From an optimization exercise on the open Yosys and OpenROAD flow, aimed at small area, a short achievable clock period and few clock cycles per item; shortcuts taken in it are not production practice.
RTL that was checked went through simulation tests only; none was proved equivalent to the original.

## mxq_block
module mxq_block (
    input  wire         clk,
    input  wire         rst,         
    input  wire         in_valid,
    output wire         in_ready,
    input  wire [31:0]  in_data,     
    input  wire [2:0]   in_fmt,      
    input  wire         in_rmode,    
    output wire         out_valid,
    input  wire         out_ready,
    output wire [7:0]   out_scale,
    output wire [255:0] out_elems,
    output wire [5:0]   out_flush,
    output wire         out_nan
);
    localparam [2:0] FMT_FP4  = 3'd0,    
                     FMT_E2M3 = 3'd1,
                     FMT_E3M2 = 3'd2,
                     FMT_E4M3 = 3'd3,
                     FMT_E5M2 = 3'd4,
                     FMT_INT8 = 3'd5;
    localparam integer NR = 33;          
    localparam [5:0]   NRM1 = NR - 1;
    function [3:0] fmt_emax(input [2:0] f);
        case (f)
            FMT_FP4:  fmt_emax = 4'd2;
            FMT_E2M3: fmt_emax = 4'd2;
            FMT_E3M2: fmt_emax = 4'd4;
            FMT_E4M3: fmt_emax = 4'd8;
            FMT_E5M2: fmt_emax = 4'd15;
            default:  fmt_emax = 4'd0;    
        endcase
    endfunction
    function [4:0] fmt_bias(input [2:0] f);
        case (f)
            FMT_FP4:  fmt_bias = 5'd1;
            FMT_E2M3: fmt_bias = 5'd1;
            FMT_E3M2: fmt_bias = 5'd3;
            FMT_E4M3: fmt_bias = 5'd7;
            FMT_E5M2: fmt_bias = 5'd15;
            default:  fmt_bias = 5'd1;
        endcase
    endfunction
    function [2:0] fmt_m(input [2:0] f);
        case (f)
            FMT_FP4:  fmt_m = 3'd1;
            FMT_E2M3: fmt_m = 3'd3;
            FMT_E3M2: fmt_m = 3'd2;
            FMT_E4M3: fmt_m = 3'd3;
            FMT_E5M2: fmt_m = 3'd2;
            default:  fmt_m = 3'd6;
        endcase
    endfunction
    function [7:0] fmt_largest(input [2:0] f);
        case (f)
            FMT_FP4:  fmt_largest = 8'h07;
            FMT_E2M3: fmt_largest = 8'h1F;
            FMT_E3M2: fmt_largest = 8'h1F;
            FMT_E4M3: fmt_largest = 8'h7E;
            FMT_E5M2: fmt_largest = 8'h7B;
            default:  fmt_largest = 8'h7F;
        endcase
    endfunction
    function [9:0] conv_k(input [7:0] mx, input [2:0] f);
        reg [9:0] c1;        
        reg [9:0] kb0;       
        reg       big;
  ...
For scale: about 930 flip-flops, roughly 310 I/O pins, ~30000 um^2 of cells after synthesis.
==> flow/config.mk <==
export PLATFORM = sky130hd
export DESIGN_NAME = mxq_block
export DESIGN_NICKNAME = mxq_block
export VERILOG_FILES = /design/flow/design.v
export SDC_FILE = /design/flow/constraint.sdc
export NUM_CORES = 4
export LEC_CHECK = 0
export CAP_MARGIN = 20
export CORE_MARGIN = 2
export CORE_UTILIZATION = 65
export PLACE_DENSITY = 0.75
export SLEW_MARGIN = 20
==> flow/constraint.sdc <==
create_clock -name core_clock -period 14.0 [get_ports {clk}]
set_input_delay 2.8000 -clock core_clock [delete_from_list [all_inputs] [get_ports {clk}]]
set_output_delay 2.8000 -clock core_clock [all_outputs]
set_load 0.01 [all_outputs]
standard.sh (not shown) runs the stock make flow with config.mk's settings and CLKGATE_MAP_FILE= SYNTH_SCRIPT=/design/flow/synth_recipe.tcl, a recipe that flattens the netlist after the stock synthesis.
==> flow/flow/run.sh <==
#!/bin/bash
# Layout flow: the standard layout (standard synthesis, floorplan,
# placement, CTS, routing) with two changes:
#  * the input and output ports are buffered with sky130_fd_sc_hd__buf_2
#    instead of the delay buffer that buffer_ports picks by default (every
#    port still gets its own buffer);
#  * timing repair aims for more setup slack than the default, so that it
#    works on the paths that set the achieved period. The clock period and
#    the I/O constraints are the design's, unchanged;
#  * clock tree: larger sink clusters and no dummy loads.
set -euo pipefail
export BUFFER_PORTS_ARGS="-buffer_cell sky130_fd_sc_hd__buf_2"
export SETUP_SLACK_MARGIN=9.9
export CTS_ARGS="-sink_clustering_enable -repair_clock_nets -sink_clustering_size 24 -sink_clustering_max_diameter 100 -dont_use_dummy_load"
bash standard.sh "BUFFER_PORTS_ARGS=$BUFFER_PORTS_ARGS" "SETUP_SLACK_MARGIN=$SETUP_SLACK_MARGIN" "CTS_ARGS=$CTS_ARGS" finish > standard_flow.log 2>&1
test -f out/final.def
Testbench counts at the start, summed over its fixed seeds: cycles 16,664, items 512.
Then changed:
--- a/flow/design.v
+++ b/flow/design.v
@@ -186,13 +186,14 @@
     reg         s2_e0, s2_e1, s2_last;
     reg  [1:0]  s2_i;        
     reg         s2_shr;      
     reg         sh_q;        
     reg  [2:0]  k_fmt;
     reg         k_rm, k_nanblk;
-    reg         f0;          
+    reg  [5:0]  k_fl;
+    reg  [7:0]  xb;          
     reg         ov;
     reg  [255:8] oel;
     reg  [7:0]  xo;
     reg  [7:0]  osc;
     reg  [5:0]  ofl;
     reg         onan;
@@ -224,47 +225,46 @@
         end
         if (k_nanblk)
             s2_code = 8'd0;
     end
     wire        s2_fl   = s2_sub ||
                           (!k_nanblk && !s2_zero && (s2_mag == 7'd0) && !s2_up);
-    wire [5:0]  s2_flc  = (s2_e1 ? {5'd0, f0} : ofl) + {5'd0, s2_fl};
-    reg  [7:0]  pk;          
+    wire [5:0]  s2_flc  = k_fl + {5'd0, s2_fl};
+    reg  [5:0]  pk;          
     reg         pk_emit;
     reg  [7:0]  pk_byte;
-    reg  [7:0]  pk_n;
+    reg  [5:0]  pk_n;
     always @(*) begin
         pk_emit = 1'b1;
         pk_byte = s2_code;
-        pk_n    = s2_code;       
+        pk_n    = pk;
         if (k_fp4) begin
             pk_emit = s2_i[0];
             pk_byte = {s2_code[3:0], pk[3:0]};
-            pk_n    = {4'd0, s2_code[3:0]};
+            pk_n    = {2'b00, s2_code[3:0]};
         end else if (k_fp6) begin
             case (s2_i)
                 2'd0: begin
                     pk_emit = 1'b0;
-                    pk_n    = {2'b00, s2_code[5:0]};
+                    pk_n    = s2_code[5:0];
                 end
                 2'd1: begin
                     pk_byte = {s2_code[1:0], pk[5:0]};
-                    pk_n    = {4'd0, s2_code[5:2]};
+                    pk_n    = {2'b00, s2_code[5:2]};
                 end
                 2'd2: begin
                     pk_byte = {s2_code[3:0], pk[3:0]};
-                    pk_n    = {6'd0, s2_code[5:4]};
+                    pk_n    = {4'd0, s2_code[5:4]};
                 end
                 default: begin
                     pk_byte = {s2_code[5:0], pk[1:0]};
-                    pk_n    = pk;
                 end
             endcase
         end
     end
-    wire [7:0]  byte0    = (k_fp4 || k_fp6) ? pk_byte : pk;
+    wire        pk_first = (k_fp4 || k_fp6) ? s2_e1 : s2_e0;
     wire [255:8] oel_n;
     assign oel_n[247:8]   = oel[255:16];
     assign oel_n[255:248] = (!k_fp4 && !k_fp6) ? pk_byte : 8'd0;
     wire [255:8] oel_d;
     assign oel_d[255:192] = oel_n[255:192];
     assign oel_d[191:184] = k_fp6 ? pk_byte : oel_n[191:184];
@@ -380,22 +380,26 @@
         if (iss && ci == 5'd31) begin
             osc  <= c_nanblk ? 8'hFF :
                     c_zero   ? 8'h7F :
                     c_big    ? (c_kb[7:0] + {3'd0, fmt_bias(c_fmt)}) : 8'd0;
             onan <= c_nanout;
         end
-        if (com && s2_e0)
-            f0 <= s2_fl;
-        if (com && !s2_e0)
-            ofl <= s2_flc;
+        if (iss && ci == 5'd0)
+            k_fl <= 6'd0;
+        else if (com)
+            k_fl <= s2_flc;
         if (com)
             pk <= pk_n;
-        if (com && s2_e1)
-            xo <= byte0;
+        if (com && pk_emit && pk_first)
+            xb <= pk_byte;
         if (sh_q)
             oel <= oel_d;
+        if (com && s2_last) begin
+            xo   <= xb;
+            ofl  <= s2_flc;
+        end
     end
     assign in_ready  = ir;
     assign out_valid = ov;
     assign out_scale = osc;
     assign out_elems = {oel, xo};
     assign out_flush = ofl;
=> Critical path depth stays the same; setup slack improves by 15 ps; design area goes up by about 1.8%; non-clock buffer count does not change; utilization goes up by 0.64 points.
For the second run of this note, only the layout was checked, not whether the RTL still works.

re-timing with driven ports:
No port has a modelled driver above. Below, the same layouts with a new extraction and two added sets of constraints.
Step 1: set_driving_cell puts a clkbuf_16 on clk and a buf_2 on each other input, an assumption about the parent block.
Step 2 adds t to the input delays and takes it off the output delays; t is the mean of the earliest and latest rising clock arrival at the registers after step 1. Input paths then give back, and output paths get back, about the clock's delay inside the block.
Slacks: ideal ports / drivers / drivers and shift; pairs: ideal ports / drivers.
run	t, ns	slack for setup (ns)	worst hold slack (ns)	worst setup path at the end	worst data-port slew with drivers (ns)
the first run	0.625	9.941 / 9.890 / 9.496	0.315 / 0.315 / 0.315	input to register	0.03
the second run	0.633	9.956 / 9.899 / 9.584	0.300 / 0.300 / 0.300	input to register	0.07
After both steps setup and hold are still met in every run listed. The setup slack of the first run, which loses most, moves by -0.051 ns with the drivers and by -0.445 ns with both steps.
